What follows belongs to an exercise in optimizing a design on an open flow for small area, a short achievable clock period and few clock cycles; a production flow would make more cautious choices. Function was checked by simulation only, so behaviour that the tests miss may differ from the original. No activity file was given, so power comes from the tool's default toggle rates.

$ cat flow/design.v
module chk_unit (
    input  wire        clk,
    input  wire        rst,
    input  wire        job_valid,
    output wire        job_ready,
    input  wire [31:0] job_cmd,
    input  wire [23:0] job_len,
    input  wire        in_valid,
    output wire        in_ready,
    input  wire [63:0] in_data,
    output reg         res_valid,
    output reg         res_refused,
    output reg  [2:0]  res_refuse_code,
    output reg  [31:0] res_result,
    output reg  [3:0]  res_code,
    output reg  [15:0] res_acount,
    output reg         res_copy,
    output reg  [47:0] res_tail,
    output reg  [2:0]  res_tail_len,
    input  wire        reg_wr,
    input  wire        reg_rd,
    input  wire [15:0] reg_addr,
    input  wire [31:0] reg_wdata,
    output reg  [31:0] reg_rdata
);
    localparam OP_COMPUTE = 2'd0;
    localparam OP_APPEND  = 2'd1;
    localparam OP_CHECK   = 2'd2;
    localparam CODE_DONE     = 4'd2;
    localparam CODE_MISMATCH = 4'd3;
    localparam CODE_REPEAT   = 4'd4;
    localparam CODE_JUMP     = 4'd5;
    integer n;
    reg [31:0] ctx_state [0:15];
    reg [1:0]  ctx_poly  [0:15];
    reg [15:0] ctx_valid;
    reg [15:0] ach_tx  [0:15];
    reg [7:0]  ach_win [0:15];
    reg [15:0] ach_rx  [0:15];
    reg [15:0] ach_rxv;
    reg [15:0] txd, wnd, rxd;
    reg [31:0] cnt_jobs, cnt_mismatch, cnt_alive_err, cnt_refused;
    function [31:0] sat_inc;
        input [31:0] c;
        sat_inc = (c[30:0] == 31'h7FFF_FFFF) ? {1'b1, c[30:0]} : c + 32'd1;
    endfunction
    reg        rdy;
    assign job_ready = rdy;
    assign in_ready  = rdy;
    wire take = job_valid & rdy;
    reg [1:0]  j_op;        
    reg        j_opbad;     
    reg [1:0]  j_poly;
    reg        j_alive, j_resume, j_save;
    reg [3:0]  j_ctx, j_achan;
    reg [23:0] rin;         
    reg        first_pend;  
    reg        take_d;      
    reg [1:0]  nfl;         
    reg [1:0]  c_op;
    reg [1:0]  c_poly;
    reg        c_alive, c_save;
    reg [3:0]  c_ctx, c_achan;
    reg [2:0]  c_rc;
    reg [15:0] c_cnt;
    reg        c_fwd;       
    wire [2:0] j_w = (j_poly[1] == 1'b0) ? 3'd4 : (j_poly[0] ? 3'd1 : 3'd2);
    wire fwd = c_fwd && (c_ctx == j_ctx);
    wire       busy = (nfl != 2'd0);
    wire [3:0] reg_slot = {~reg_addr[6], reg_addr[5:3]};
    wire [3:0] reg_chan = reg_addr[6:3];
    reg  [15:0] j_ctx_oh, j_ach_oh, c_ach_oh;
    wire [15:0] sel_ctx = busy ? j_ctx_oh : (16'd1 << reg_slot);
    wire [15:0] sel_tx  = busy ? j_ach_oh : (16'd1 << reg_chan);
    wire [15:0] sel_rx  = busy ? c_ach_oh : (16'd1 << reg_chan);
    reg [31:0] rd_ctx_state;
    reg [1:0]  rd_ctx_poly;
    reg        rd_ctx_valid;
    reg [15:0] rd_tx0, rd_rx0;
    reg [7:0]  rd_win1;
    reg        rd_txd, rd_wnd, rd_rxd, rd_rxv0;
    always @(*) begin
        rd_ctx_state = 32'd0; rd_ctx_poly = 2'd0; rd_ctx_valid = 1'b0;
        rd_tx0 = 16'd0; rd_rx0 = 16'd0; rd_win1 = 8'd0;
        rd_txd = 1'b0; rd_wnd = 1'b0; rd_rxd = 1'b0; rd_rxv0 = 1'b0;
        for (n = 0; n < 16; n = n + 1) begin
            rd_ctx_state = rd_ctx_state | (ctx_state[n] & {32{sel_ctx[n]}});
            rd_ctx_poly  = rd_ctx_poly  | (ctx_poly[n]  & {2{sel_ctx[n]}});
            rd_ctx_valid = rd_ctx_valid | (ctx_valid[n] & sel_ctx[n]);
            rd_tx0  = rd_tx0  | (ach_tx[n]  & {16{sel_tx[n]}});
            rd_txd  = rd_txd  | (txd[n]     & sel_tx[n]);
            rd_rx0  = rd_rx0  | (ach_rx[n]  & {16{sel_rx[n]}});
            rd_rxv0 = rd_rxv0 | (ach_rxv[n] & sel_rx[n]);
            rd_rxd  = rd_rxd  | (rxd[n]     & sel_rx[n]);
            rd_win1 = rd_win1 | (ach_win[n] & {8{sel_rx[n]}});
            rd_wnd  = rd_wnd  | (wnd[n]     & sel_rx[n]);
        end
    end
    wire [1:0]  j_ctx_poly   = ctx_poly[j_ctx];
    wire        j_ctx_valid  = ctx_valid[j_ctx];
    wire [15:0] rd_tx   = rd_txd ? rd_tx0 : 16'd0;
    wire [7:0]  rd_win0 = rd_wnd ? rd_win1 : 8'd8;
    wire [7:0]  rd_win  = (rd_win0 == 8'd0) ? 8'd1 : rd_win0;
    wire [15:0] rd_rx   = rd_rxd ? rd_rx0 : 16'd0;
    wire        rd_rxv  = rd_rxd & rd_rxv0;
    wire       slot_ok = fwd ? (c_poly == j_poly)
                             : (j_ctx_valid && j_ctx_poly == j_poly);
    wire [4:0] minlen  = {2'd0, j_w} + (j_alive ? 5'd3 : 5'd1);
    wire       too_short = (rin[23:5] == 19'd0) && (rin[4:0] < minlen);
    wire [2:0] rc = j_opbad                       ? 3'd1 :
                    (j_save && j_op != OP_COMPUTE) ? 3'd2 :
                    (j_resume && !slot_ok)         ? 3'd3 :
                    (j_op == OP_CHECK && too_short) ? 3'd4 : 3'd0;
    wire       app_alive = (j_op == OP_APPEND) && j_alive;
    wire [2:0] lm = rin[2:0];                  
    wire [2:0] l_lo = (j_op == OP_CHECK) ? (lm - j_w) :
                      app_alive          ? (lm + 3'd2) : lm;
    wire [2:0] k_job = 3'd0 - l_lo;
    wire [3:0] m_last = (lm == 3'd0) ? 4'd8 : {1'b0, lm};
    wire dm1 = (j_op == OP_CHECK) && (m_last <= {1'b0, j_w});
    wire dp1 = app_alive && (m_last >= 4'd7);
    wire lastin = (rin[23:4] == 20'd0) && (!rin[3] || rin[2:0] == 3'd0);   
    wire second = !lastin && (rin[23:5] == 19'd0) && (!rin[4] || rin[3:0] == 4'd0);  
    reg [63:0] d_r;         
    reg [63:8] prev;        
    wire [7:0] prev_b [1:7];
    genvar gi;
    generate for (gi = 1; gi < 8; gi = gi + 1) begin : g_prev
        assign prev_b[gi] = prev[8*gi +: 8];
    end endgenerate
    reg [2:0]  e_m [0:7];   
    reg        p_v, p_first, p_lastin, p_crc, p_lastcrc, p_ovr, p_rx;
    reg [2:0]  e_k;
    reg [3:0]  e_psel;      
    reg [15:0] e_cnt;       
    reg        e_fcrc, e_frx;
    reg [31:0] e_ss;        
    reg [2:0]  e_rc;        
    reg [31:0] s;           
    reg [15:0] cap_cnt;     
    reg        cap_ok;      
    reg  [63:0]  wa;
    reg  [63:0]  sp;
    always @(*) begin
        for (n = 0; n < 8; n = n + 1) begin
            if (e_m[n] <= n)
                wa[8*n +: 8] = d_r[8*e_m[n] +: 8];
            else
                wa[8*n +: 8] = p_first ? 8'd0 : prev_b[e_m[n]];
            sp[8*n +: 8] = (e_m[n] <= n && e_m[n] <= 3'd3) ? e_ss[8*e_m[n][1:0] +: 8] : 8'd0;
        end
        if (p_ovr)
            wa[63:48] = e_cnt;
    end
    wire [31:0]  sp_hi = e_ss >> {3'd0 - e_k, 3'd0};
    wire [63:0]  sx   = p_first ? sp : {32'd0, s};
    wire [31:0]  sr   = (p_first && e_k[2] && e_k[1:0] != 2'd0) ? sp_hi : 32'd0;
    wire [63:0]  w    = wa ^ sx;
    wire [3:0]   psel = e_psel;
    wire [31:0]  t;
    assign t[0] =
        ((w[24] ^ w[25] ^ w[45] ^ w[49] ^ w[50] ^ w[61]) & (psel[3])) ^
        ((w[12] ^ w[15] ^ w[26] ^ w[44]) & (psel[2])) ^
        ((w[7] ^ w[51] ^ w[63]) & (psel[2] | psel[3])) ^
        ((w[6]) & (psel[1])) ^
        ((w[3] ^ w[9] ^ w[20] ^ w[32]) & (psel[1] | psel[3])) ^
        ((w[1] ^ w[4] ^ w[40] ^ w[54]) & (psel[1] | psel[2])) ^
        ((w[14] ^ w[30] ^ w[35]) & (psel[1] | psel[2] | psel[3])) ^
        ((w[41] ^ w[57] ^ w[60]) & (psel[0])) ^
        ((w[13] ^ w[18] ^ w[22] ^ w[28] ^ w[29] ^ w[56]) & (psel[0] | psel[3])) ^
        ((w[0] ^ w[37] ^ w[43]) & (psel[0] | psel[2])) ^
        ((w[2] ^ w[5] ^ w[21] ^ w[46] ^ w[47] ^ w[59]) & (psel[0] | psel[2] | psel[3])) ^
        ((w[34] ^ w[58]) & (psel[0] | psel[1])) ^
        ((w[27] ^ w[38]) & (psel[0] | psel[1] | psel[3])) ^
        ((w[16] ^ w[17] ^ w[19] ^ w[36]) & (psel[0] | psel[1] | psel[2])) ^
        (w[10] ^ w[11] ^ w[33] ^ w[39] ^ w[48] ^ w[52] ^ w[55]);
    assign t[1] =
        ((w[9] ^ w[26] ^ w[62] ^ w[63]) & (psel[3])) ^
        ((w[24] ^ w[32] ^ w[52]) & (psel[2])) ^
        ((w[13] ^ w[27] ^ w[45]) & (psel[2] | psel[3])) ^
        ((w[10] ^ w[21] ^ w[33]) & (psel[1])) ^
        ((w[4] ^ w[7]) & (psel[1] | psel[3])) ^
        ((w[41]) & (psel[1] | psel[2])) ^
        ((w[2] ^ w[5] ^ w[15] ^ w[31] ^ w[36] ^ w[55]) & (psel[1] | psel[2] | psel[3])) ^
        ((w[14] ^ w[29] ^ w[30] ^ w[42] ^ w[58]) & (psel[0])) ^
        ((w[19] ^ w[23] ^ w[57] ^ w[61]) & (psel[0] | psel[3])) ^
        ((w[1] ^ w[3] ^ w[22] ^ w[44] ^ w[47] ^ w[48]) & (psel[0] | psel[2])) ^
        ((w[6] ^ w[38] ^ w[60]) & (psel[0] | psel[2] | psel[3])) ^
        ((w[28] ^ w[39]) & (psel[0] | psel[1])) ^
        ((w[35] ^ w[56] ^ w[59]) & (psel[0] | psel[1] | psel[3])) ^
        ((w[0] ^ w[11] ^ w[17] ^ w[37] ^ w[49]) & (psel[0] | psel[1] | psel[2])) ^
        (w[12] ^ w[18] ^ w[20] ^ w[34] ^ w[40] ^ w[53]);
    assign t[2] =
        ((w[9] ^ w[47] ^ w[51] ^ w[52] ^ w[55]) & (psel[3])) ^
        ((w[14] ^ w[28] ^ w[46] ^ w[53]) & (psel[2])) ^
        ((w[25] ^ w[33]) & (psel[2] | psel[3])) ^
        ((w[5] ^ w[34]) & (psel[1])) ^
        ((w[8] ^ w[11] ^ w[22] ^ w[56]) & (psel[1] | psel[3])) ^
        ((w[3] ^ w[42]) & (psel[1] | psel[2])) ^
        ((w[6] ^ w[16] ^ w[32] ^ w[37]) & (psel[1] | psel[2] | psel[3])) ^
        ((w[15] ^ w[20] ^ w[31] ^ w[43] ^ w[48]) & (psel[0])) ^
        ((w[24] ^ w[30] ^ w[58] ^ w[59] ^ w[62]) & (psel[0] | psel[3])) ^
        ((w[4] ^ w[7] ^ w[23] ^ w[39] ^ w[61]) & (psel[0] | psel[2])) ^
        ((w[2] ^ w[45] ^ w[49]) & (psel[0] | psel[2] | psel[3])) ^
        ((w[29] ^ w[36] ^ w[57] ^ w[60]) & (psel[0] | psel[1] | psel[3])) ^
        ((w[1] ^ w[12] ^ w[13] ^ w[21] ^ w[35]) & (psel[0] | psel[1] | psel[2])) ^
        (w[0] ^ w[18] ^ w[19] ^ w[38] ^ w[40] ^ w[41] ^ w[50] ^ w[54]);
    assign t[3] =
        ((w[11] ^ w[18] ^ w[27] ^ w[28] ^ w[45] ^ w[48] ^ w[53] ^ w[56]) & (psel[3])) ^
        ((w[15] ^ w[54]) & (psel[2])) ^
        ((w[26] ^ w[29] ^ w[34] ^ w[47]) & (psel[2] | psel[3])) ^
        ((w[0] ^ w[6] ^ w[9]) & (psel[1])) ^
        ((w[12] ^ w[23] ^ w[35] ^ w[57]) & (psel[1] | psel[3])) ^
        ((w[4] ^ w[7] ^ w[33] ^ w[38] ^ w[43]) & (psel[1] | psel[2])) ^
        ((w[17]) & (psel[1] | psel[2] | psel[3])) ^
        ((w[16] ^ w[25] ^ w[32] ^ w[44] ^ w[59] ^ w[63]) & (psel[0])) ^
        ((w[21] ^ w[31] ^ w[40] ^ w[49] ^ w[60]) & (psel[0] | psel[3])) ^
        ((w[3] ^ w[8] ^ w[46] ^ w[50] ^ w[62]) & (psel[0] | psel[2])) ^
        ((w[5] ^ w[24]) & (psel[0] | psel[2] | psel[3])) ^
        ((w[30] ^ w[61]) & (psel[0] | psel[1])) ^
        ((w[37] ^ w[58]) & (psel[0] | psel[1] | psel[3])) ^
        ((w[20] ^ w[36] ^ w[39] ^ w[51] ^ w[55]) & (psel[0] | psel[1] | psel[2])) ^
        (w[1] ^ w[2] ^ w[13] ^ w[14] ^ w[19] ^ w[22] ^ w[41] ^ w[42]);
    assign t[4] =
        ((w[22] ^ w[35] ^ w[41] ^ w[49] ^ w[54]) & (psel[3])) ^
        ((w[47] ^ w[60]) & (psel[2])) ^
        ((w[12] ^ w[30]) & (psel[2] | psel[3])) ^
        ((w[0] ^ w[1] ^ w[24] ^ w[44] ^ w[52]) & (psel[1])) ^
        ((w[2] ^ w[38] ^ w[43] ^ w[59]) & (psel[1] | psel[3])) ^
        ((w[7] ^ w[21] ^ w[37] ^ w[56]) & (psel[1] | psel[2])) ^
        ((w[8]) & (psel[1] | psel[2] | psel[3])) ^
        ((w[9] ^ w[26] ^ w[45] ^ w[51]) & (psel[0])) ^
        ((w[16] ^ w[19] ^ w[25] ^ w[27] ^ w[28] ^ w[29] ^ w[50] ^ w[57] ^ w[61]) & (psel[0] | psel[3])) ^
        ((w[4] ^ w[11] ^ w[48] ^ w[55] ^ w[63]) & (psel[0] | psel[2])) ^
        ((w[6] ^ w[32] ^ w[46]) & (psel[0] | psel[2] | psel[3])) ^
        ((w[10] ^ w[31] ^ w[34] ^ w[62]) & (psel[0] | psel[1])) ^
        ((w[13] ^ w[15] ^ w[18] ^ w[58]) & (psel[0] | psel[1] | psel[3])) ^
        ((w[5] ^ w[39] ^ w[40]) & (psel[0] | psel[1] | psel[2])) ^
        (w[3] ^ w[14] ^ w[20] ^ w[23] ^ w[36] ^ w[42]);
    assign t[5] =
        ((w[10] ^ w[17] ^ w[23] ^ w[27] ^ w[42] ^ w[46] ^ w[52] ^ w[56] ^ w[58]) & (psel[3])) ^
        ((w[33] ^ w[47]) & (psel[2])) ^
        ((w[5] ^ w[31] ^ w[61]) & (psel[2] | psel[3])) ^
        ((w[1] ^ w[3] ^ w[16] ^ w[53] ^ w[59]) & (psel[1])) ^
        ((w[11] ^ w[19] ^ w[25] ^ w[44] ^ w[45]) & (psel[1] | psel[3])) ^
        ((w[9] ^ w[21] ^ w[41]) & (psel[1] | psel[2])) ^
        ((w[8] ^ w[37] ^ w[43]) & (psel[1] | psel[2] | psel[3])) ^
        ((w[20] ^ w[30] ^ w[34] ^ w[51] ^ w[55]) & (psel[0])) ^
        ((w[0] ^ w[18] ^ w[26] ^ w[36] ^ w[62]) & (psel[0] | psel[3])) ^
        ((w[7] ^ w[12] ^ w[13]) & (psel[0] | psel[2])) ^
        ((w[48] ^ w[49]) & (psel[0] | psel[2] | psel[3])) ^
        ((w[14] ^ w[39]) & (psel[0] | psel[1])) ^
        ((w[2] ^ w[35] ^ w[60] ^ w[63]) & (psel[0] | psel[1] | psel[3])) ^
        ((w[6] ^ w[40] ^ w[57]) & (psel[0] | psel[1] | psel[2])) ^
        (w[4] ^ w[15] ^ w[22] ^ w[24] ^ w[32] ^ w[38]);
    assign t[6] =
        ((w[20] ^ w[36] ^ w[37] ^ w[53]) & (psel[3])) ^
        ((w[13] ^ w[58]) & (psel[2])) ^
        ((w[0] ^ w[9] ^ w[16] ^ w[33] ^ w[39] ^ w[62]) & (psel[2] | psel[3])) ^
        ((w[30] ^ w[52]) & (psel[1])) ^
        ((w[12] ^ w[19] ^ w[26] ^ w[27] ^ w[45]) & (psel[1] | psel[3])) ^
        ((w[32] ^ w[41] ^ w[42]) & (psel[1] | psel[2])) ^
        ((w[5] ^ w[6] ^ w[44]) & (psel[1] | psel[2] | psel[3])) ^
        ((w[17] ^ w[29] ^ w[31] ^ w[40]) & (psel[0])) ^
        ((w[3] ^ w[8] ^ w[18] ^ w[28] ^ w[43] ^ w[47] ^ w[57] ^ w[59] ^ w[63]) & (psel[0] | psel[3])) ^
        ((w[10]) & (psel[0] | psel[2])) ^
        ((w[38] ^ w[49] ^ w[50]) & (psel[0] | psel[2] | psel[3])) ^
        ((w[2] ^ w[15] ^ w[35] ^ w[55] ^ w[60]) & (psel[0] | psel[1])) ^
        ((w[1] ^ w[11] ^ w[46] ^ w[48] ^ w[61]) & (psel[0] | psel[1] | psel[3])) ^
        ((w[7] ^ w[14] ^ w[22] ^ w[34]) & (psel[0] | psel[1] | psel[2])) ^
        (w[23] ^ w[25]);
    assign t[7] =
        ((w[19] ^ w[29] ^ w[48] ^ w[54] ^ w[58] ^ w[60]) & (psel[3])) ^
        ((w[11] ^ w[14]) & (psel[2])) ^
        ((w[1] ^ w[39] ^ w[63]) & (psel[2] | psel[3])) ^
        ((w[0] ^ w[16] ^ w[31] ^ w[36] ^ w[53] ^ w[56]) & (psel[1])) ^
        ((w[2] ^ w[20] ^ w[47]) & (psel[1] | psel[3])) ^
        ((w[42]) & (psel[1] | psel[2])) ^
        ((w[6] ^ w[7] ^ w[45]) & (psel[1] | psel[2] | psel[3])) ^
        ((w[5] ^ w[22] ^ w[30] ^ w[52] ^ w[55] ^ w[57]) & (psel[0])) ^
        ((w[4] ^ w[9] ^ w[21] ^ w[32] ^ w[37] ^ w[38] ^ w[44]) & (psel[0] | psel[3])) ^
        ((w[59]) & (psel[0] | psel[2])) ^
        ((w[10] ^ w[17] ^ w[34] ^ w[50] ^ w[51]) & (psel[0] | psel[2] | psel[3])) ^
        ((w[3] ^ w[61]) & (psel[0] | psel[1])) ^
        ((w[12] ^ w[13] ^ w[27] ^ w[28] ^ w[46] ^ w[49] ^ w[62]) & (psel[0] | psel[1] | psel[3])) ^
        ((w[15] ^ w[23] ^ w[33] ^ w[35] ^ w[43]) & (psel[0] | psel[1] | psel[2])) ^
        (w[8] ^ w[24] ^ w[26]);
    assign t[8] =
        ((w[2] ^ w[12] ^ w[15]) & (psel[2])) ^
        ((w[1] ^ w[3] ^ w[17] ^ w[21] ^ w[32] ^ w[37] ^ w[54] ^ w[57]) & (psel[1])) ^
        ((w[7] ^ w[8] ^ w[43] ^ w[46] ^ w[48]) & (psel[1] | psel[2])) ^
        ((w[5] ^ w[6] ^ w[10] ^ w[22] ^ w[23] ^ w[31] ^ w[33] ^ w[38] ^ w[39] ^ w[45] ^ w[53] ^ w[58]) & (psel[0])) ^
        ((w[0] ^ w[11] ^ w[18] ^ w[35] ^ w[51] ^ w[52] ^ w[56] ^ w[60]) & (psel[0] | psel[2])) ^
        ((w[4] ^ w[13] ^ w[14] ^ w[16] ^ w[28] ^ w[29] ^ w[47] ^ w[50] ^ w[62] ^ w[63]) & (psel[0] | psel[1])) ^
        ((w[9] ^ w[24] ^ w[25] ^ w[27] ^ w[34] ^ w[36] ^ w[44]) & (psel[0] | psel[1] | psel[2]));
    assign t[9] =
        ((w[0] ^ w[9] ^ w[10] ^ w[57]) & (psel[2])) ^
        ((w[5] ^ w[8] ^ w[11] ^ w[20] ^ w[29] ^ w[34] ^ w[39]) & (psel[1])) ^
        ((w[3] ^ w[19] ^ w[28] ^ w[36] ^ w[37] ^ w[44] ^ w[49] ^ w[52]) & (psel[1] | psel[2])) ^
        ((w[7] ^ w[14] ^ w[21] ^ w[23] ^ w[24] ^ w[30] ^ w[33] ^ w[38] ^ w[41] ^ w[43] ^ w[55] ^ w[56] ^ w[58] ^ w[60]) & (psel[0])) ^
        ((w[12] ^ w[13] ^ w[35] ^ w[53] ^ w[61]) & (psel[0] | psel[2])) ^
        ((w[2] ^ w[6] ^ w[15] ^ w[16] ^ w[18] ^ w[22] ^ w[27] ^ w[32] ^ w[40] ^ w[51] ^ w[54] ^ w[63]) & (psel[0] | psel[1])) ^
        ((w[1] ^ w[25] ^ w[26] ^ w[45] ^ w[47]) & (psel[0] | psel[1] | psel[2]));
    assign t[10] =
        ((w[4] ^ w[13] ^ w[20] ^ w[27]) & (psel[2])) ^
        ((w[12] ^ w[28] ^ w[34] ^ w[39] ^ w[41]) & (psel[1])) ^
        ((w[1] ^ w[2] ^ w[32] ^ w[36] ^ w[45] ^ w[46] ^ w[50] ^ w[53]) & (psel[1] | psel[2])) ^
        ((w[0] ^ w[3] ^ w[5] ^ w[8] ^ w[15] ^ w[18] ^ w[24] ^ w[25] ^ w[31] ^ w[42] ^ w[43] ^ w[44] ^ w[47] ^ w[60] ^ w[61]) & (psel[0])) ^
        ((w[38] ^ w[62]) & (psel[0] | psel[2])) ^
        ((w[7] ^ w[21] ^ w[23]) & (psel[0] | psel[1])) ^
        ((w[10] ^ w[11] ^ w[14] ^ w[26] ^ w[29] ^ w[37] ^ w[54] ^ w[58]) & (psel[0] | psel[1] | psel[2]));
    assign t[11] =
        ((w[5] ^ w[14] ^ w[21] ^ w[28]) & (psel[2])) ^
        ((w[13] ^ w[29] ^ w[35] ^ w[40] ^ w[42]) & (psel[1])) ^
        ((w[2] ^ w[3] ^ w[33] ^ w[37] ^ w[46] ^ w[47] ^ w[51] ^ w[54]) & (psel[1] | psel[2])) ^
        ((w[0] ^ w[1] ^ w[4] ^ w[6] ^ w[9] ^ w[16] ^ w[19] ^ w[25] ^ w[26] ^ w[32] ^ w[43] ^ w[44] ^ w[45] ^ w[48] ^ w[61] ^ w[62]) & (psel[0])) ^
        ((w[39] ^ w[63]) & (psel[0] | psel[2])) ^
        ((w[8] ^ w[22] ^ w[24]) & (psel[0] | psel[1])) ^
        ((w[11] ^ w[12] ^ w[15] ^ w[27] ^ w[30] ^ w[38] ^ w[55] ^ w[59]) & (psel[0] | psel[1] | psel[2]));
    assign t[12] =
        ((w[6] ^ w[15] ^ w[24] ^ w[32]) & (psel[2])) ^
        ((w[14] ^ w[16] ^ w[30] ^ w[56]) & (psel[1])) ^
        ((w[3] ^ w[4] ^ w[13] ^ w[28] ^ w[39] ^ w[60]) & (psel[1] | psel[2])) ^
        ((w[1] ^ w[7] ^ w[11] ^ w[18] ^ w[19] ^ w[20] ^ w[21] ^ w[26] ^ w[37] ^ w[44] ^ w[45] ^ w[49] ^ w[57] ^ w[58] ^ w[59] ^ w[62] ^ w[63]) & (psel[0])) ^
        ((w[0] ^ w[22] ^ w[29] ^ w[40]) & (psel[0] | psel[2])) ^
        ((w[9] ^ w[23] ^ w[25] ^ w[36] ^ w[41] ^ w[43]) & (psel[0] | psel[1])) ^
        ((w[12] ^ w[31] ^ w[34] ^ w[38] ^ w[47] ^ w[48] ^ w[52] ^ w[55]) & (psel[0] | psel[1] | psel[2]));
    assign t[13] =
        ((w[2] ^ w[9] ^ w[27] ^ w[41] ^ w[46] ^ w[51] ^ w[60]) & (psel[2])) ^
        ((w[10] ^ w[31] ^ w[37]) & (psel[1])) ^
        ((w[4] ^ w[13] ^ w[14] ^ w[15] ^ w[39] ^ w[40] ^ w[48] ^ w[56] ^ w[61]) & (psel[1] | psel[2])) ^
        ((w[0] ^ w[20] ^ w[28] ^ w[45] ^ w[47] ^ w[50] ^ w[55] ^ w[63]) & (psel[0])) ^
        ((w[1] ^ w[8] ^ w[11] ^ w[12] ^ w[16] ^ w[18] ^ w[23] ^ w[30] ^ w[33] ^ w[34] ^ w[36] ^ w[43] ^ w[52]) & (psel[0] | psel[2])) ^
        ((w[17] ^ w[24] ^ w[26] ^ w[35] ^ w[42] ^ w[57]) & (psel[0] | psel[1])) ^
        ((w[5] ^ w[29] ^ w[32] ^ w[44] ^ w[49] ^ w[53]) & (psel[0] | psel[1] | psel[2]));
    assign t[14] =
        ((w[2] ^ w[3] ^ w[8] ^ w[13] ^ w[17] ^ w[19] ^ w[34] ^ w[37] ^ w[42] ^ w[61]) & (psel[2])) ^
        ((w[18] ^ w[27] ^ w[32] ^ w[36] ^ w[40] ^ w[43] ^ w[58]) & (psel[1])) ^
        ((w[14] ^ w[15] ^ w[33] ^ w[49] ^ w[62]) & (psel[1] | psel[2])) ^
        ((w[1] ^ w[22] ^ w[39] ^ w[51] ^ w[55] ^ w[59] ^ w[60]) & (psel[0])) ^
        ((w[0] ^ w[9] ^ w[10] ^ w[12] ^ w[24] ^ w[28] ^ w[31] ^ w[35] ^ w[44] ^ w[47] ^ w[52] ^ w[53]) & (psel[0] | psel[2])) ^
        ((w[11] ^ w[16] ^ w[25] ^ w[38]) & (psel[0] | psel[1])) ^
        ((w[5] ^ w[6] ^ w[30] ^ w[41] ^ w[45] ^ w[50] ^ w[54] ^ w[57]) & (psel[0] | psel[1] | psel[2]));
    assign t[15] =
        ((w[0] ^ w[3] ^ w[4] ^ w[9] ^ w[14] ^ w[18] ^ w[20] ^ w[35] ^ w[38] ^ w[43] ^ w[62]) & (psel[2])) ^
        ((w[19] ^ w[28] ^ w[33] ^ w[37] ^ w[41] ^ w[44] ^ w[59]) & (psel[1])) ^
        ((w[15] ^ w[16] ^ w[34] ^ w[50] ^ w[63]) & (psel[1] | psel[2])) ^
        ((w[2] ^ w[23] ^ w[40] ^ w[48] ^ w[52] ^ w[56] ^ w[60] ^ w[61]) & (psel[0])) ^
        ((w[1] ^ w[10] ^ w[11] ^ w[13] ^ w[25] ^ w[29] ^ w[32] ^ w[36] ^ w[45] ^ w[53] ^ w[54]) & (psel[0] | psel[2])) ^
        ((w[12] ^ w[17] ^ w[26] ^ w[39]) & (psel[0] | psel[1])) ^
        ((w[6] ^ w[7] ^ w[31] ^ w[42] ^ w[46] ^ w[51] ^ w[55] ^ w[58]) & (psel[0] | psel[1] | psel[2]));
    assign t[16] =
        ((w[1] ^ w[4] ^ w[6] ^ w[9] ^ w[10] ^ w[19] ^ w[29] ^ w[36] ^ w[39] ^ w[42] ^ w[45] ^ w[48] ^ w[51] ^ w[58] ^ w[60]) & (psel[1])) ^
        ((w[2] ^ w[12] ^ w[24] ^ w[26] ^ w[27] ^ w[32] ^ w[37] ^ w[40] ^ w[41] ^ w[46] ^ w[49] ^ w[52] ^ w[53] ^ w[57] ^ w[61] ^ w[62]) & (psel[0])) ^
        ((w[3] ^ w[7] ^ w[8] ^ w[11] ^ w[13] ^ w[14] ^ w[18] ^ w[30] ^ w[33] ^ w[43] ^ w[47] ^ w[54] ^ w[55] ^ w[56] ^ w[59]) & (psel[0] | psel[1]));
    assign t[17] =
        ((w[0] ^ w[2] ^ w[5] ^ w[7] ^ w[10] ^ w[11] ^ w[20] ^ w[30] ^ w[37] ^ w[40] ^ w[43] ^ w[46] ^ w[49] ^ w[52] ^ w[59] ^ w[61]) & (psel[1])) ^
        ((w[3] ^ w[13] ^ w[25] ^ w[27] ^ w[28] ^ w[33] ^ w[38] ^ w[41] ^ w[42] ^ w[47] ^ w[50] ^ w[53] ^ w[54] ^ w[58] ^ w[62] ^ w[63]) & (psel[0])) ^
        ((w[4] ^ w[8] ^ w[9] ^ w[12] ^ w[14] ^ w[15] ^ w[19] ^ w[31] ^ w[34] ^ w[44] ^ w[48] ^ w[55] ^ w[56] ^ w[57] ^ w[60]) & (psel[0] | psel[1]));
    assign t[18] =
        ((w[1] ^ w[3] ^ w[5] ^ w[6] ^ w[8] ^ w[10] ^ w[12] ^ w[13] ^ w[16] ^ w[31] ^ w[44] ^ w[50] ^ w[53] ^ w[56] ^ w[57] ^ w[58] ^ w[62]) & (psel[1])) ^
        ((w[0] ^ w[2] ^ w[4] ^ w[14] ^ w[17] ^ w[18] ^ w[19] ^ w[22] ^ w[26] ^ w[27] ^ w[33] ^ w[36] ^ w[37] ^ w[42] ^ w[46] ^ w[51] ^ w[52] ^ w[54] ^ w[63]) & (psel[0])) ^
        ((w[9] ^ w[11] ^ w[15] ^ w[20] ^ w[21] ^ w[32] ^ w[35] ^ w[38] ^ w[41] ^ w[45] ^ w[47] ^ w[49] ^ w[60] ^ w[61]) & (psel[0] | psel[1]));
    assign t[19] =
        ((w[4] ^ w[6] ^ w[7] ^ w[9] ^ w[10] ^ w[14] ^ w[16] ^ w[21] ^ w[22] ^ w[32] ^ w[33] ^ w[36] ^ w[39] ^ w[45] ^ w[46] ^ w[48] ^ w[51] ^ w[54] ^ w[63]) & (psel[1])) ^
        ((w[1] ^ w[3] ^ w[15] ^ w[20] ^ w[23] ^ w[29] ^ w[41] ^ w[53] ^ w[56] ^ w[60]) & (psel[0])) ^
        ((w[0] ^ w[2] ^ w[11] ^ w[12] ^ w[13] ^ w[17] ^ w[42] ^ w[50] ^ w[57] ^ w[58] ^ w[59] ^ w[61] ^ w[62]) & (psel[0] | psel[1]));
    assign t[20] =
        ((w[5] ^ w[6] ^ w[7] ^ w[8] ^ w[9] ^ w[15] ^ w[19] ^ w[20] ^ w[22] ^ w[23] ^ w[27] ^ w[32] ^ w[35] ^ w[36] ^ w[37] ^ w[38] ^ w[39] ^ w[46] ^ w[47] ^ w[48] ^ w[49]) & (psel[1])) ^
        ((w[0] ^ w[1] ^ w[2] ^ w[3] ^ w[14] ^ w[21] ^ w[24] ^ w[42] ^ w[57] ^ w[58] ^ w[61]) & (psel[0])) ^
        ((w[4] ^ w[12] ^ w[13] ^ w[16] ^ w[18] ^ w[30] ^ w[43] ^ w[51] ^ w[54] ^ w[59] ^ w[60] ^ w[62] ^ w[63]) & (psel[0] | psel[1]));
    assign t[21] =
        ((w[5] ^ w[7] ^ w[8] ^ w[13] ^ w[23] ^ w[24] ^ w[30] ^ w[32] ^ w[35] ^ w[49] ^ w[50] ^ w[54] ^ w[58] ^ w[60]) & (psel[1])) ^
        ((w[10] ^ w[14] ^ w[15] ^ w[16] ^ w[18] ^ w[25] ^ w[29] ^ w[33] ^ w[36] ^ w[38] ^ w[39] ^ w[41] ^ w[46] ^ w[48] ^ w[56] ^ w[57] ^ w[62]) & (psel[0])) ^
        ((w[0] ^ w[1] ^ w[3] ^ w[4] ^ w[11] ^ w[21] ^ w[27] ^ w[28] ^ w[31] ^ w[34] ^ w[37] ^ w[44] ^ w[47] ^ w[61] ^ w[63]) & (psel[0] | psel[1]));
    assign t[22] =
        ((w[2] ^ w[3] ^ w[5] ^ w[8] ^ w[11] ^ w[16] ^ w[17] ^ w[19] ^ w[20] ^ w[22] ^ w[24] ^ w[25] ^ w[28] ^ w[29] ^ w[31] ^ w[34] ^ w[39] ^ w[50] ^ w[51] ^ w[54] ^ w[58] ^ w[61]) & (psel[1])) ^
        ((w[1] ^ w[4] ^ w[13] ^ w[15] ^ w[18] ^ w[21] ^ w[26] ^ w[32] ^ w[33] ^ w[35] ^ w[36] ^ w[41] ^ w[42] ^ w[43] ^ w[46] ^ w[49] ^ w[55] ^ w[56] ^ w[60] ^ w[63]) & (psel[0])) ^
        ((w[10] ^ w[12] ^ w[27] ^ w[30] ^ w[40] ^ w[45] ^ w[52] ^ w[59] ^ w[62]) & (psel[0] | psel[1]));
    assign t[23] =
        ((w[0] ^ w[3] ^ w[4] ^ w[6] ^ w[9] ^ w[11] ^ w[12] ^ w[13] ^ w[20] ^ w[23] ^ w[25] ^ w[26] ^ w[28] ^ w[30] ^ w[32] ^ w[35] ^ w[40] ^ w[41] ^ w[46] ^ w[51] ^ w[60] ^ w[62]) & (psel[1])) ^
        ((w[10] ^ w[14] ^ w[38] ^ w[39] ^ w[42] ^ w[44] ^ w[48] ^ w[50] ^ w[58] ^ w[61]) & (psel[0])) ^
        ((w[17] ^ w[18] ^ w[21] ^ w[29] ^ w[31] ^ w[52] ^ w[53] ^ w[55] ^ w[59] ^ w[63]) & (psel[0] | psel[1]));
    assign t[24] =
        ((w[3] ^ w[6] ^ w[7] ^ w[9] ^ w[11] ^ w[12] ^ w[18] ^ w[20] ^ w[22] ^ w[24] ^ w[26] ^ w[31] ^ w[35] ^ w[39] ^ w[42] ^ w[56] ^ w[60] ^ w[61] ^ w[63]) & (psel[1])) ^
        ((w[0] ^ w[2] ^ w[10] ^ w[15] ^ w[27] ^ w[28] ^ w[30] ^ w[32] ^ w[33] ^ w[36] ^ w[37] ^ w[45] ^ w[46] ^ w[49] ^ w[51] ^ w[52] ^ w[54] ^ w[57] ^ w[62]) & (psel[0])) ^
        ((w[5] ^ w[13] ^ w[16] ^ w[17] ^ w[21] ^ w[29] ^ w[34] ^ w[38] ^ w[40] ^ w[41] ^ w[47] ^ w[48] ^ w[53] ^ w[55] ^ w[58]) & (psel[0] | psel[1]));
    assign t[25] =
        ((w[7] ^ w[8] ^ w[9] ^ w[12] ^ w[13] ^ w[20] ^ w[21] ^ w[23] ^ w[25] ^ w[43] ^ w[57] ^ w[61] ^ w[62]) & (psel[1])) ^
        ((w[6] ^ w[14] ^ w[17] ^ w[28] ^ w[29] ^ w[30] ^ w[31] ^ w[35] ^ w[37] ^ w[39] ^ w[46] ^ w[47] ^ w[48] ^ w[50] ^ w[53] ^ w[54] ^ w[63]) & (psel[0])) ^
        ((w[1] ^ w[3] ^ w[11] ^ w[16] ^ w[18] ^ w[22] ^ w[33] ^ w[34] ^ w[38] ^ w[41] ^ w[42] ^ w[49] ^ w[52] ^ w[55] ^ w[56] ^ w[58] ^ w[59]) & (psel[0] | psel[1]));
    assign t[26] =
        ((w[0] ^ w[2] ^ w[8] ^ w[9] ^ w[14] ^ w[17] ^ w[19] ^ w[24] ^ w[26] ^ w[34] ^ w[39] ^ w[43] ^ w[44] ^ w[56] ^ w[57] ^ w[59] ^ w[60] ^ w[62] ^ w[63]) & (psel[1])) ^
        ((w[5] ^ w[7] ^ w[11] ^ w[15] ^ w[16] ^ w[27] ^ w[28] ^ w[30] ^ w[31] ^ w[32] ^ w[33] ^ w[37] ^ w[40] ^ w[41] ^ w[46] ^ w[49] ^ w[51] ^ w[52] ^ w[54]) & (psel[0])) ^
        ((w[4] ^ w[10] ^ w[12] ^ w[13] ^ w[21] ^ w[22] ^ w[23] ^ w[35] ^ w[42] ^ w[50] ^ w[53] ^ w[58]) & (psel[0] | psel[1]));
    assign t[27] =
        ((w[4] ^ w[15] ^ w[18] ^ w[19] ^ w[25] ^ w[30] ^ w[39] ^ w[44] ^ w[45] ^ w[48] ^ w[57] ^ w[60] ^ w[61] ^ w[63]) & (psel[1])) ^
        ((w[8] ^ w[11] ^ w[12] ^ w[14] ^ w[28] ^ w[29] ^ w[31] ^ w[36] ^ w[41] ^ w[42] ^ w[47] ^ w[50] ^ w[53] ^ w[54]) & (psel[0])) ^
        ((w[0] ^ w[5] ^ w[6] ^ w[13] ^ w[16] ^ w[17] ^ w[22] ^ w[23] ^ w[24] ^ w[32] ^ w[33] ^ w[34] ^ w[38] ^ w[43] ^ w[51] ^ w[52] ^ w[55] ^ w[59]) & (psel[0] | psel[1]));
    assign t[28] =
        ((w[3] ^ w[4] ^ w[5] ^ w[10] ^ w[11] ^ w[26] ^ w[27] ^ w[31] ^ w[36] ^ w[38] ^ w[45] ^ w[46] ^ w[49] ^ w[61] ^ w[62]) & (psel[1])) ^
        ((w[1] ^ w[6] ^ w[12] ^ w[13] ^ w[14] ^ w[15] ^ w[17] ^ w[29] ^ w[33] ^ w[34] ^ w[35] ^ w[37] ^ w[39] ^ w[42] ^ w[43] ^ w[51] ^ w[52]) & (psel[0])) ^
        ((w[7] ^ w[9] ^ w[18] ^ w[23] ^ w[24] ^ w[25] ^ w[30] ^ w[32] ^ w[44] ^ w[48] ^ w[53] ^ w[54] ^ w[55] ^ w[56] ^ w[60]) & (psel[0] | psel[1]));
    assign t[29] =
        ((w[4] ^ w[5] ^ w[6] ^ w[11] ^ w[12] ^ w[27] ^ w[28] ^ w[32] ^ w[37] ^ w[39] ^ w[46] ^ w[47] ^ w[50] ^ w[62] ^ w[63]) & (psel[1])) ^
        ((w[2] ^ w[7] ^ w[13] ^ w[14] ^ w[15] ^ w[16] ^ w[18] ^ w[30] ^ w[34] ^ w[35] ^ w[36] ^ w[38] ^ w[40] ^ w[43] ^ w[44] ^ w[52] ^ w[53]) & (psel[0])) ^
        ((w[8] ^ w[10] ^ w[19] ^ w[24] ^ w[25] ^ w[26] ^ w[31] ^ w[33] ^ w[45] ^ w[49] ^ w[54] ^ w[55] ^ w[56] ^ w[57] ^ w[61]) & (psel[0] | psel[1]));
    assign t[30] =
        ((w[1] ^ w[4] ^ w[5] ^ w[7] ^ w[10] ^ w[12] ^ w[13] ^ w[28] ^ w[29] ^ w[30] ^ w[47] ^ w[51] ^ w[52] ^ w[63]) & (psel[1])) ^
        ((w[8] ^ w[9] ^ w[11] ^ w[15] ^ w[20] ^ w[27] ^ w[31] ^ w[32] ^ w[34] ^ w[37] ^ w[41] ^ w[44] ^ w[45] ^ w[53] ^ w[55] ^ w[58]) & (psel[0])) ^
        ((w[0] ^ w[3] ^ w[14] ^ w[16] ^ w[17] ^ w[19] ^ w[25] ^ w[26] ^ w[35] ^ w[36] ^ w[39] ^ w[46] ^ w[50] ^ w[54] ^ w[56] ^ w[57] ^ w[62]) & (psel[0] | psel[1]));
    assign t[31] =
        ((w[0] ^ w[2] ^ w[3] ^ w[5] ^ w[8] ^ w[13] ^ w[19] ^ w[29] ^ w[31] ^ w[34] ^ w[39] ^ w[53]) & (psel[1])) ^
        ((w[1] ^ w[4] ^ w[12] ^ w[17] ^ w[20] ^ w[21] ^ w[27] ^ w[28] ^ w[36] ^ w[40] ^ w[42] ^ w[45] ^ w[46] ^ w[55] ^ w[56] ^ w[58] ^ w[59]) & (psel[0])) ^
        ((w[9] ^ w[10] ^ w[15] ^ w[16] ^ w[18] ^ w[26] ^ w[32] ^ w[33] ^ w[35] ^ w[37] ^ w[38] ^ w[47] ^ w[51] ^ w[54] ^ w[57] ^ w[63]) & (psel[0] | psel[1]));
    wire [31:0]  s_next = t ^ sr;
    wire rx_match = e_psel[3] ? (wa[7:0] == ~s[7:0]) :
                    e_psel[2] ? ({wa[7:0], wa[15:8]} == s[15:0]) :
                                (wa[31:0] == ~s);
    wire [31:0] slot_int = (j_poly == 2'd2) ? {16'd0, rd_ctx_state[7:0], rd_ctx_state[15:8]}
                                            : rd_ctx_state;
    wire [31:0] init_int = (j_poly == 2'd3) ? 32'h0000_00FF :
                           (j_poly == 2'd2) ? 32'h0000_FFFF : 32'hFFFF_FFFF;
    wire [31:0] ss_job   = !j_resume ? init_int : (fwd ? s : slot_int);
    reg e0, e1;    
    reg [15:0] cr_rx;    
    reg        cr_rxv;
    reg [7:0]  cr_win;
    reg        inc_pend;   
    wire [31:0] s_ext   = (c_poly == 2'd2) ? {16'd0, s[7:0], s[15:8]} : s;
    wire [31:0] fin_crc = (c_poly == 2'd3) ? {24'd0, s_ext[7:0] ^ 8'hFF} :
                          (c_poly == 2'd2) ? s_ext : ~s_ext;
    wire [2:0]  c_w     = (c_poly[1] == 1'b0) ? 3'd4 : (c_poly[0] ? 3'd1 : 3'd2);
    wire        crc_ok  = cap_ok;
    wire [15:0] rx_dist = cap_cnt - cr_rx;
    wire        c_ref   = (c_rc != 3'd0);
    reg [3:0]  f_code;
    reg        f_copy, f_rxupd;
    reg [47:0] f_tail;
    reg [2:0]  f_tail_len;
    reg [15:0] f_acount;
    always @(*) begin
        f_code     = CODE_DONE;
        f_copy     = 1'b0;
        f_rxupd    = 1'b0;
        f_tail     = 48'd0;
        f_tail_len = 3'd0;
        f_acount   = 16'd0;
        case (c_op)
            OP_APPEND: begin
                f_copy = 1'b1;
                if (c_alive) begin
                    f_acount   = c_cnt;
                    f_tail     = {fin_crc, c_cnt};
                    f_tail_len = c_w + 3'd2;
                end else begin
                    f_tail     = {16'd0, fin_crc};
                    f_tail_len = c_w;
                end
            end
            OP_CHECK: begin
                if (c_alive)
                    f_acount = cap_cnt;
                if (!crc_ok) begin
                    f_code = CODE_MISMATCH;
                end else if (!c_alive || !cr_rxv) begin
                    f_copy  = 1'b1;
                    f_rxupd = c_alive;
                end else if (rx_dist == 16'd0) begin
                    f_code = CODE_REPEAT;
                end else if (rx_dist <= {8'd0, cr_win}) begin
                    f_copy  = 1'b1;
                    f_rxupd = 1'b1;
                end else begin
                    f_code  = CODE_JUMP;
                    f_copy  = 1'b1;
                    f_rxupd = 1'b1;
                end
            end
            default: ;
        endcase
    end
    wire reg_ach = (reg_addr[15:7] == 9'b1000_0000_0);
    wire        rx_upd = e1 && !c_ref && f_rxupd;
    wire        ctx_we = e1 && !c_ref && c_save;
    wire        win_we = reg_wr && reg_ach && !reg_addr[2];
    wire        tx_we  = win_we || inc_pend;
    wire [3:0]  tx_wa  = inc_pend ? j_achan : reg_chan;
    wire [15:0] tx_wd  = inc_pend ? e_cnt + 16'd1 : reg_wdata[15:0];
    wire        rx_we  = (reg_wr && reg_ach && reg_addr[2]) || rx_upd;
    wire [3:0]  rx_wa  = rx_upd ? c_achan : reg_chan;
    wire [15:0] rx_wd  = rx_upd ? cap_cnt : reg_wdata[15:0];
    wire        rxv_wd = rx_upd ? 1'b1 : reg_wdata[16];
    always @(posedge clk) begin
        d_r <= in_data;
        if (p_v)
            prev <= d_r[63:8];
        if (take) begin
            j_op     <= job_cmd[1:0];
            j_opbad  <= job_cmd[2] || job_cmd[1:0] == 2'd3 ||
                        job_cmd[31:21] != 11'd0 || job_cmd[19:16] != 4'd0;
            j_poly   <= job_cmd[4:3];
            j_alive  <= job_cmd[5];
            j_resume <= job_cmd[6];
            j_save   <= job_cmd[7];
            j_ctx    <= job_cmd[11:8];
            j_achan  <= job_cmd[15:12];
            j_ctx_oh <= 16'd1 << job_cmd[11:8];
            j_ach_oh <= 16'd1 << job_cmd[15:12];
            rin      <= job_len;
        end else if (in_valid) begin
            rin[23:3] <= rin[23:3] - 21'd1;
        end
        if (take_d) begin
            e_k    <= k_job;
            for (n = 0; n < 8; n = n + 1)
                e_m[n] <= n - k_job;
            e_psel <= 4'b0001 << j_poly;
            e_cnt  <= rd_tx;
            e_fcrc <= dp1;
            e_frx  <= (j_op == OP_CHECK) && !dm1;
            e_ss   <= ss_job;
            e_rc   <= rc;
        end
        if (in_valid) begin
            p_first   <= first_pend;
            p_lastin  <= lastin;
            p_crc     <= !(dm1 && lastin);
            p_lastcrc <= dm1 ? second : (!dp1 && lastin);
            p_ovr     <= app_alive && !dp1 && lastin;
            p_rx      <= dm1 && lastin;
        end else begin
            p_first   <= 1'b0;
            p_lastin  <= 1'b0;
            p_crc     <= e_fcrc;
            p_lastcrc <= e_fcrc;
            p_ovr     <= e_fcrc;
            p_rx      <= e_frx;
        end
        if (p_v && p_crc)
            s <= s_next;
        if (p_v && p_lastcrc)
            cap_cnt <= wa[63:48];
        if (p_v && p_rx)
            cap_ok <= rx_match;
        if (p_v && p_lastin) begin
            c_op    <= j_op;
            c_poly  <= j_poly;
            c_alive <= j_alive;
            c_save  <= j_save;
            c_ctx   <= j_ctx;
            c_achan <= j_achan;
            c_ach_oh <= j_ach_oh;
            c_rc    <= e_rc;
            c_cnt   <= e_cnt;
        end
        if (e0) begin
            cr_rx  <= rd_rx;
            cr_rxv <= rd_rxv;
            cr_win <= rd_win;
        end
        res_refused     <= c_ref;
        res_refuse_code <= c_rc;
        res_result      <= c_ref ? 32'd0 : (c_save ? s_ext : fin_crc);
        res_code        <= c_ref ? 4'd0 : f_code;
        res_acount      <= c_ref ? 16'd0 : f_acount;
        res_copy        <= !c_ref && f_copy;
        res_tail        <= c_ref ? 48'd0 : f_tail;
        res_tail_len    <= c_ref ? 3'd0 : f_tail_len;
        for (n = 0; n < 16; n = n + 1) begin
            if (ctx_we && c_ctx == n) begin
                ctx_state[n] <= s_ext;
                ctx_poly[n]  <= c_poly;
            end
            if (tx_we && tx_wa == n)
                ach_tx[n] <= tx_wd;
            if (win_we && reg_chan == n)
                ach_win[n] <= reg_wdata[23:16];
            if (rx_we && rx_wa == n) begin
                ach_rx[n]  <= rx_wd;
                ach_rxv[n] <= rxv_wd;
            end
        end
        if (rst) begin
            rdy        <= 1'b0;
            take_d     <= 1'b0;
            inc_pend   <= 1'b0;
            first_pend <= 1'b0;
            nfl        <= 2'd0;
            p_v        <= 1'b0;
            e0         <= 1'b0;
            e1         <= 1'b0;
            res_valid  <= 1'b0;
            c_fwd      <= 1'b0;
            ctx_valid  <= 16'd0;
            txd        <= 16'd0;
            wnd        <= 16'd0;
            rxd        <= 16'd0;
            cnt_jobs      <= 32'd0;
            cnt_mismatch  <= 32'd0;
            cnt_alive_err <= 32'd0;
            cnt_refused   <= 32'd0;
        end else begin
            rdy    <= 1'b1;
            take_d <= take;
            if (take)
                first_pend <= 1'b1;
            else if (in_valid)
                first_pend <= 1'b0;
            nfl <= nfl + {1'b0, take} - {1'b0, e1};
            p_v <= in_valid || (p_v && p_lastin && (e_fcrc || e_frx));
            e0  <= p_v && p_lastin;
            e1  <= e0;
            res_valid <= e1;
            if (p_v && p_lastin)
                c_fwd <= j_save && (e_rc == 3'd0);
            if (e1) begin
                if (c_ref) begin
                    cnt_refused <= sat_inc(cnt_refused);
                end else begin
                    cnt_jobs <= sat_inc(cnt_jobs);
                    if (f_code == CODE_MISMATCH)
                        cnt_mismatch <= sat_inc(cnt_mismatch);
                    if (f_code == CODE_REPEAT || f_code == CODE_JUMP)
                        cnt_alive_err <= sat_inc(cnt_alive_err);
                end
            end
            inc_pend <= take_d && app_alive && (rc == 3'd0);
            for (n = 0; n < 16; n = n + 1) begin
                if (ctx_we && c_ctx == n)
                    ctx_valid[n] <= 1'b1;
                if (tx_we && tx_wa == n)
                    txd[n] <= 1'b1;
                if (win_we && reg_chan == n)
                    wnd[n] <= 1'b1;
                if (rx_we && rx_wa == n)
                    rxd[n] <= 1'b1;
            end
        end
    end
    wire reg_ctx = (reg_addr[15:6] == 10'h041) ||
                   (reg_addr[15:6] == 10'h042);    
    reg [31:0] rd_val;
    always @(*) begin
        rd_val = 32'd0;
        if (reg_ach) begin
            if (!reg_addr[2])
                rd_val = {8'd0, rd_win, rd_tx};
            else
                rd_val = {15'd0, rd_rxv, rd_rx};
        end else if (reg_ctx) begin
            if (!reg_addr[2])
                rd_val = rd_ctx_valid ? rd_ctx_state : 32'd0;
            else
                rd_val = {23'd0, rd_ctx_valid, 6'd0, rd_ctx_valid ? rd_ctx_poly : 2'd0};
        end else begin
            case (reg_addr[15:2])
                14'h0400: rd_val[8] = busy;
                14'h0402: rd_val = cnt_jobs;
                14'h0403: rd_val = cnt_mismatch;
                14'h0404: rd_val = cnt_alive_err;
                14'h0405: rd_val = cnt_refused;
                default:  rd_val = 32'd0;
            endcase
        end
    end
    always @(posedge clk)
        reg_rdata <= rd_val;
endmodule
$ cat flow/flow/run.sh
#!/bin/bash
# The standard synthesis, unchanged, then the standard flow's own layout steps with
# repair_timing asked for more setup slack than the 20 ns clock needs, so
# that the layout is optimised towards a shorter period.  Each step's full
# output goes to a log file of its own in this folder.
set -euo pipefail
MARGIN=$(cat flow/margin.txt)
bash standard.sh synth > synth.log 2>&1
bash standard.sh SETUP_SLACK_MARGIN="$MARGIN" finish > layout.log 2>&1
$ cat flow/flow/margin.txt
14
$ cat flow/standard.sh
#!/bin/bash
# synth_recipe.tcl (not shown) runs the flow's synth.tcl, then flattens the netlist and writes it again
# the make line also repeats each setting of config.mk as NAME=value (left out here)
make -C /OpenROAD-flow-scripts/flow DESIGN_CONFIG=/design/flow/config.mk WORK_HOME=/design/flow/orfs CLKGATE_MAP_FILE= SYNTH_SCRIPT=/design/flow/synth_recipe.tcl "${@:-finish}"
$ cat flow/config.mk
export PLATFORM = sky130hd
export DESIGN_NAME = chk_unit
export DESIGN_NICKNAME = chk_unit
export VERILOG_FILES = /design/flow/design.v
export SDC_FILE = /design/flow/constraint.sdc
export NUM_CORES = 4
export LEC_CHECK = 0
export CAP_MARGIN = 20
export CORE_MARGIN = 2
export CORE_UTILIZATION = 35
export SLEW_MARGIN = 20
$ cat flow/constraint.sdc
create_clock -name core_clock -period 20.0 [get_ports {clk}]
set_input_delay 4.0000 -clock core_clock [delete_from_list [all_inputs] [get_ports {clk}]]
set_output_delay 4.0000 -clock core_clock [all_outputs]
set_load 0.01 [all_outputs]
==> results of run 1 <==
-- timing repair --
| item | in CTS | in global routing |
|---|---|---|
| resized for setup | 144 | 87 |
| setup buffers | 58 | 25 |
| pin swaps | 34 | 19 |
| cloned | 0 | 5 |
| endpoints found under the setup margin | 808 | 221 |
-- per-stage QoR --
step / instance area (sq um) / instances
2_1_floorplan: 94610 / 7600
3_3_place_gp: 101800 / 11170
3_5_place_dp: 101800 / 11170
4_1_cts: 109800 / 11610
5_1_grt: 110600 / 11650
6_report: 110700 / 11660
-- logic make-up after synthesis --
family | after synthesis | share of synthesized area
mux | 308 | 0.04319
simple gates | 1846 | 0.09061
fa+ha+maj | 45 | 0.006187
buf+inv | 594 | 0.02684
xor+xnor | 1345 | 0.1369
other cells | 1 | 0.00004014
compound gates | 1527 | 0.1188
flops | 1934 | 0.5775
-- routing by layer --
layer / share of wire / routed length [um] / track usage / vias to the layer above
met1: 0.37 / 140100 / 0.3394 / 34550
met2: 0.45 / 168800 / 0.4152 / 4466
met3: 0.10 / 38590 / 0.05495 / 1004
met4: 0.077 / 29100 / 0.1751 / 20
li1: - / - / - / 28850
met5: 0.00033 / 126 / 0 / -
-- cells in the mapped netlist, types with 20 or more instances --
cell type / instances / share of area
edfxtp_1: 1522 / 0.49
xnor2_1: 857 / 0.080
nor2_1: 762 / 0.031
a22oi_1: 476 / 0.038
dfxtp_1: 412 / 0.088
xor2_1: 408 / 0.038
nand2_1: 377 / 0.015
clkbuf_1: 327 / 0.013
a21oi_1: 195 / 0.010
nand3_1: 187 / 0.010
a22o_1: 167 / 0.016
o21ai_0: 167 / 0.0089
mux2i_1: 164 / 0.018
a221oi_1: 160 / 0.015
inv_1: 104 / 0.0042
nor3_1: 102 / 0.0055
nand4_1: 87 / 0.0058
buf_2: 74 / 0.0040
a21o_1: 71 / 0.0057
mux2_2: 67 / 0.0081
and3_1: 66 / 0.0044
mux4_2: 64 / 0.015
nand2b_1: 55 / 0.0037
a31oi_1: 50 / 0.0033
nor2b_1: 47 / 0.0031
and2_1: 43 / 0.0029
ha_1: 43 / 0.0058
buf_1: 41 / 0.0016
o22ai_1: 36 / 0.0024
xnor3_1: 34 / 0.0082
nor4_1: 28 / 0.0019
buf_4: 23 / 0.0018
or3_1: 22 / 0.0015
o21a_1: 20 / 0.0016
xor2_2: 20 / 0.0035
-- worst paths after layout --
check / endpoint / slack (ns) / cells after the start
max reg2reg: s[30]$_DFFE_PP_ / 13.97 / 14
min reg2reg: res_refuse_code[1]$_DFF_P_ / 0.40 / 0
min: res_refuse_code[1]$_DFF_P_ / 0.40 / 0
max: s[30]$_DFFE_PP_ / 13.97 / 14
-- layout make-up --
class                   instances  area, sq um
clock inverters               112         1172
diodes                         14        35.03
fillers                     24670       154700
clock buffers                 271         5573
inverters                     115        444.2
flip-flops and latches       1934        53990
well taps                    3533         4420
repair buffers                605         6121
multi-input cells            5072        38920
-- state kept, by name (all words and copies together), names as in the netlist, 24 cells and up --
register	cells
e_ss	32
res_result	32
ctx_state	512
ctx_poly	32
cnt_jobs	32
ach_win	128
ach_rx	256
d_r	64
res_tail	48
cnt_mismatch	32
ach_tx	256
rin	24
s	32
prev	56
reg_rdata	32
cnt_refused	32
cnt_alive_err	32
-- where the power goes --
| part | internal (mW) | switching, mW | total [mW] |
|---|---|---|---|
| Combinational | 3.55 | 5.17 | 8.73 |
| Sequential | 4.68 | 0.200 | 4.88 |
| Clock | 2.10 | 1.69 | 3.79 |
==> impl_metrics.json, run 1 <==
{
  "critPathMaxFanout": 57,
  "layout.nets": 8151,
  "end_kind": "register",
  "final-max-slew-violation-count": 0,
  "critical_path_buf_inv_count": 2,
  "cpMostUsedCell": "xnor2_1",
  "grt_pass1_wl_mm": 514.2,
  "post-route-worst-setup-slack_ns": 13.97,
  "timing_hold_violations_final": 0,
  "holdBufCountCts": 0,
  "yosys.cell_types.count": 112,
  "required_ns": 20.59,
  "final_cell_mix": "1522 x edfxtp_1, 842 x xnor2_1, 668 x nor2_1, 470 x a22oi_1, 402 x xor2_1",
  "rsz0062_at_grt": "yes",
  "post_drt_wl_per_cell_um": 32.32,
  "overflow": 0,
  "grt_max_degree": 116,
  "setup_tns_ns": 0,
  "dp_hpwl_mm": 249.7,
  "drt_iter0_markers": 9561,
  "yosysSeqAreaShare": 0.5775,
  "cts-root-buf": "clkbuf_16",
  "cts_sinks": 1934,
  "relSlewSlack": 0.1576,
  "track_usage": 0.2678,
  "postLayoutCoreUtil": 0.4171,
  "p_leak_nw": 36.90,
  "synth.net_count": 7819,
  "die_w_um": 520.7,
  "max_cap_viol_count": 0,
  "crit_arrival_ns": 6.62,
  "ios": 317,
  "die_y_um": 520.7,
  "clk_pin_slew_ns": 0.06,
  "core_sq_um": 265300,
  "final_common_cell": "edfxtp_1",
  "hp-class": "reg -> reg",
  "cts_tree": "done",
  "io_buffers": 303,
  "ys.flop_type": "edfxtp_1",
  "clock_skew_ns": 0.1307,
  "viasPerCell": 5.910,
  "synth_cells": 7600,
  "place_congestion": 0.9953,
  "dr.pass1.iters": 6,
  "vias": 68890,
  "drtAntennaViolNets": 0,
  "cpPeakStageDelay_ns": 0.79,
  "powerDensity_nw_per_um2": 157.2,
  "outcome": "no timing/DRC/antenna violations",
  "ys_seq_elements": 1934,
  "worstSkewPairLatency_ns": 0.92,
  "htreeDepth": 4,
  "rows": 189,
  "critPathTopFamily": "XOR/XNOR gates",
  "synth_edf_count": 1522,
  "path_class": "reg -> reg",
  "clock.fmax_ghz": 0.1657,
  "ys_warn_count": 15,
  "min_period_ns": 6.034,
  "async_flop_share": 0,
  "initial_core_util": 0.3521,
  "hold_ws_ns": 0.3957,
  "critPathLaunch": "e_m[4][1]$_DFFE_PP_",
  "worstMarginPinSlew_ns": 1.255,
  "antenna_found_initial": 30,
  "syn_area_per_cell_sq_um": 12.29,
  "grt_pass1_vias": 65280,
  "pre_cts_slack_ns": 11.37,
  "r2r-start": "e_m[4][1]$_DFFE_PP_",
  "hp-start": "c_rc[1]$_DFFE_PP_",
  "clockBufferDepth": 3,
  "setup_viol": 0,
  "slowest_stage": "a311oi_1",
  "fin_crit_sh": 0.3017,
  "drive_gt1_frac": 0.1412,
  "die_area_sq_um": 271100,
  "cts_buffers": 204,
  "syn_to_final_growth_pct": 18.45,
  "syn-cell-area_sq_um": 93430,
  "drc": 0,
  "cp_cell_sequence": "buf_6 -> mux2i_1 -> or2_2 -> a311oi_1 -> mux2i_2 -> buf_4 -> xor2_2 -> xnor2_1 -> xnor2_1 -> xnor2_1 -> mux2_2 -> o22ai_1 -> a21oi_1 -> xor2_1",
  "vdd_ir_drop_max_v": 0.0001679,
  "start_kind": "register",
  "power.total_mw": 17.39,
  "routed_wl_mm": 376.7
}
Testbench counts, summed over its fixed seeds: cycles 55,509.
==> run 2, diff against run 1 <==
--- a/flow/config.mk
+++ b/flow/config.mk
@@ -11 +11,2 @@
 export SLEW_MARGIN = 20
+export TNS_END_PERCENT = 5
==> impl_metrics.json, run 2 <==
{
  "ys_warn_count": 15,
  "worstSkewPairLatency_ns": 0.97,
  "synthTopCellsByCount": "1522 x edfxtp_1, 857 x xnor2_1, 762 x nor2_1, 476 x a22oi_1, 412 x dfxtp_1",
  "synth.net_count": 7819,
  "hp-class": "reg -> reg",
  "max_cap_viol_count": 0,
  "clockPowerShare": 0.220,
  "cts-root-buf": "clkbuf_16",
  "layout.nets": 8156,
  "r2r-start": "e_k[0]$_DFFE_PP_",
  "p_switching_mw": 7.047,
  "grt_pass1_wl_mm": 517.1,
  "overflow": 0,
  "drive_gt1_frac": 0.1311,
  "yosysSeqAreaShare": 0.5775,
  "drt_iter0_markers": 10750,
  "setup_tns_ns": 0,
  "async_flop_share": 0,
  "holdBufCountCts": 0,
  "hold_ws_ns": 0.3946,
  "core_sq_um": 265300,
  "vdd_ir_drop_max_v": 0.0001680,
  "crit_arrival_ns": 6.96,
  "synth_edf_count": 1522,
  "dp.cells": 11190,
  "drc": 0,
  "seq_power_share": 0.279,
  "post_drt_wl_per_cell_um": 32.50,
  "outcome": "no timing/DRC/antenna violations",
  "yosys.cell_types.count": 112,
  "syn_area_per_cell_sq_um": 12.29,
  "clock_skew_ns": 0.1537,
  "combPwrFrac": 0.501,
  "p_leak_nw": 36.75,
  "largest-register": "ctx_state",
  "holdPathEnd": "res_refuse_code[2]$_DFF_P_",
  "dp_hpwl_mm": 250.0,
  "worstMarginPinSlew_ns": 1.156,
  "post-synth-top-count-cell": "edfxtp_1",
  "htreeDepth": 4,
  "initial_core_util": 0.3521,
  "final-max-slew-violation-count": 0,
  "synth_area_leaders": "edfxtp_1 49%, dfxtp_1 8.8%, xnor2_1 8.0%",
  "relSlewSlack": 0.2236,
  "finalInstanceArea_sq_um": 110100,
  "die_y_um": 520.7,
  "io_buffers": 303,
  "cts_buffers": 210,
  "top_regs": "ctx_state: 512 flops, ach_rx: 256 flops, ach_tx: 256 flops",
  "routed_wl_mm": 379.0,
  "viasPerCell": 5.927,
  "syn-cell-area_sq_um": 93430,
  "clockBufferDepth": 4,
  "reg2reg_slack_ns": 13.92,
  "rows": 189,
  "clock.fmax_ghz": 0.1624,
  "largest_reg_flops": 512,
  "final_cell_count_no_fill": 11660,
  "vias": 69110,
  "track_usage": 0.2697,
  "path_class": "in -> reg",
  "final_common_cell": "edfxtp_1",
  "powerDensity_nw_per_um2": 158.8,
  "clk_pin_slew_ns": 0.06,
  "start_kind": "input port",
  "synth_cells": 7600,
  "end_kind": "register",
  "ys_seq_elements": 1934,
  "min_period_ns": 6.158,
  "final_cell_mix": "1522 x edfxtp_1, 841 x xnor2_1, 684 x nor2_1, 470 x a22oi_1, 408 x dfxtp_1",
  "timing_hold_violations_final": 0,
  "cts_tree": "done",
  "ys.flop_type": "edfxtp_1",
  "yosys.area.top_type": "edfxtp_1",
  "setup_viol": 0,
  "die_w_um": 520.7,
  "place_congestion": 0.9921,
  "p_sw_frac": 0.4032,
  "reg2reg_to": "s[29]$_DFFE_PP_",
  "die_area_sq_um": 271100,
  "critPathMaxFanout": 14,
  "dr.pass1.iters": 8,
  "fin_crit_sh": 0.3079,
  "grt_max_degree": 116,
  "power.total_mw": 17.48,
  "cts_sinks": 1934,
  "synth_top_area_frac": 0.4892,
  "grt_pass1_vias": 65310,
  "drtAntennaViolNets": 0,
  "ios": 317,
  "syn_to_final_growth_pct": 17.83,
  "critPathLaunch": "reg_addr[3]",
  "hold_depth": 0,
  "p_int_mw": 10.43,
  "worstRegToRegCells": 15,
  "dpl_cell_area_sq_um": 101400,
  "antenna_found_initial": 34,
  "rsz0062_at_grt": "yes",
  "hp-start": "c_rc[2]$_DFFE_PP_",
  "required_ns": 20.80
}
[run 2: worst max-delay path by stage]
stage	endpoint	slack (ns)	depth (start not counted)
after floorplan	reg_rdata[11]$_DFF_P_	13.36	14
after global placement	reg_rdata[26]$_SDFF_PP0_	10.83	12
after detailed placement	reg_rdata[26]$_SDFF_PP0_	10.76	13
after CTS	ach_tx[14][4]$_DFFE_PP_	13.81	10
after global routing	e_ss[8]$_DFFE_PP_	13.79	15
final	reg_rdata[6]$_DFF_P_	13.84	11
[run 2: critical path: stages]
cell and delay (ns):
buf_2 0.17, nor2_1 0.29, nand2_2 0.23, nor2_4 0.38, a21o_4 0.43, a221oi_2 0.14
nand3_2 0.20, nor2_4 0.12, a31oi_1 0.61, a22oi_2 0.18, o2111ai_1 0.19
[run 2: stage by stage]
step                worst slack (ns)    util
finish                         13.84  0.4149
floorplan                      13.36       -
global route                   13.79  0.4148
CTS                            13.81  0.4135
detailed placement             10.76  0.3823
global placement               10.83  0.3823
[run 2: what timing repair did]
action / in CTS / in global routing
hold endpoints to repair: 0 / 0
gates resized for setup: 223 / 29
pin swaps: 33 / 7
cloned: 6 / 0
setup endpoints to repair: 833 / 604
setup buffers: 53 / 11
[run 2: layout make-up]
| class | count | area, sq um |
|---|---|---|
| Antenna cell | 24 | 60.06 |
| Clock buffer | 262 | 5694 |
| Clock inverter | 116 | 1015 |
| Fill cell | 24580 | 155200 |
| Inverter | 115 | 432.9 |
| Multi-Input combinational cell | 5076 | 38570 |
| Sequential cell | 1934 | 53960 |
| Tap cell | 3533 | 4420 |
| Timing Repair Buffer | 600 | 5941 |
[run 2: layer usage]
| layer | vias to the layer above | share of wire | wire (um) | global-route usage |
|---|---|---|---|---|
| met5 | - | 0.00019 | 71 | 0 |
| met4 | 12 | 0.078 | 29480 | 0.1783 |
| met3 | 1080 | 0.11 | 41660 | 0.05872 |
| met2 | 4686 | 0.44 | 166000 | 0.4077 |
| met1 | 34470 | 0.37 | 141800 | 0.3478 |
| li1 | 28860 | - | - | - |
[run 2: kinds of logic (layout without fill, tap and decap cells)]
kind of cell / after synthesis / in the layout / share of synthesized area
AND/OR/NAND/NOR: 1846 / 1847 / 0.09061
adder cells (fa/ha/maj): 45 / 45 / 0.006187
XOR/XNOR: 1345 / 1345 / 0.1369
flip-flops: 1934 / 1934 / 0.5775
buffers and inverters: 594 / 1093 / 0.02684
multiplexers: 308 / 308 / 0.04319
other: 1 / 25 / 0.00004014
AO/OA/AOI/OAI: 1527 / 1530 / 0.1188
[run 2: power by group through the flow]
| stage | clock network [mW] | registers [mW] | logic, mW |
|---|---|---|---|
| 2_1_floorplan | 0 | 4.79 | 5.96 |
| 3_3_place_gp | 0 | 4.95 | 8.28 |
| 3_5_place_dp | 0 | 4.95 | 8.28 |
| 4_1_cts | 3.88 | 4.87 | 8.41 |
| 5_1_grt | 4.03 | 4.87 | 9.06 |
| 6_report | 3.84 | 4.88 | 8.76 |

static timing again, ports no longer ideal:
No port has a modelled driver above. Below, the same layouts with a new extraction and two added sets of constraints. Step 1, drivers: a clkbuf_16 drives clk and a buf_2 each remaining input, both assumed. Step 2 also shifts input and output timing later by t, the mid clock arrival at the registers, as if the neighbouring blocks saw the same clock. Three values: ideal, step 1, step 2; two values: the first two.
run | t, ns | setup slack, ns | hold WS [ns]
run 1 | 0.955 | 13.966 / 13.920 / 13.058 | 0.396 / 0.396 / 0.396
run 2 | 0.981 | 13.842 / 13.814 / 12.845 | 0.395 / 0.395 / 0.395
After both steps every run listed still meets setup and hold. For run 2, which loses most, drivers alone change the setup slack by -0.028 ns; drivers and shift together by -0.997 ns.
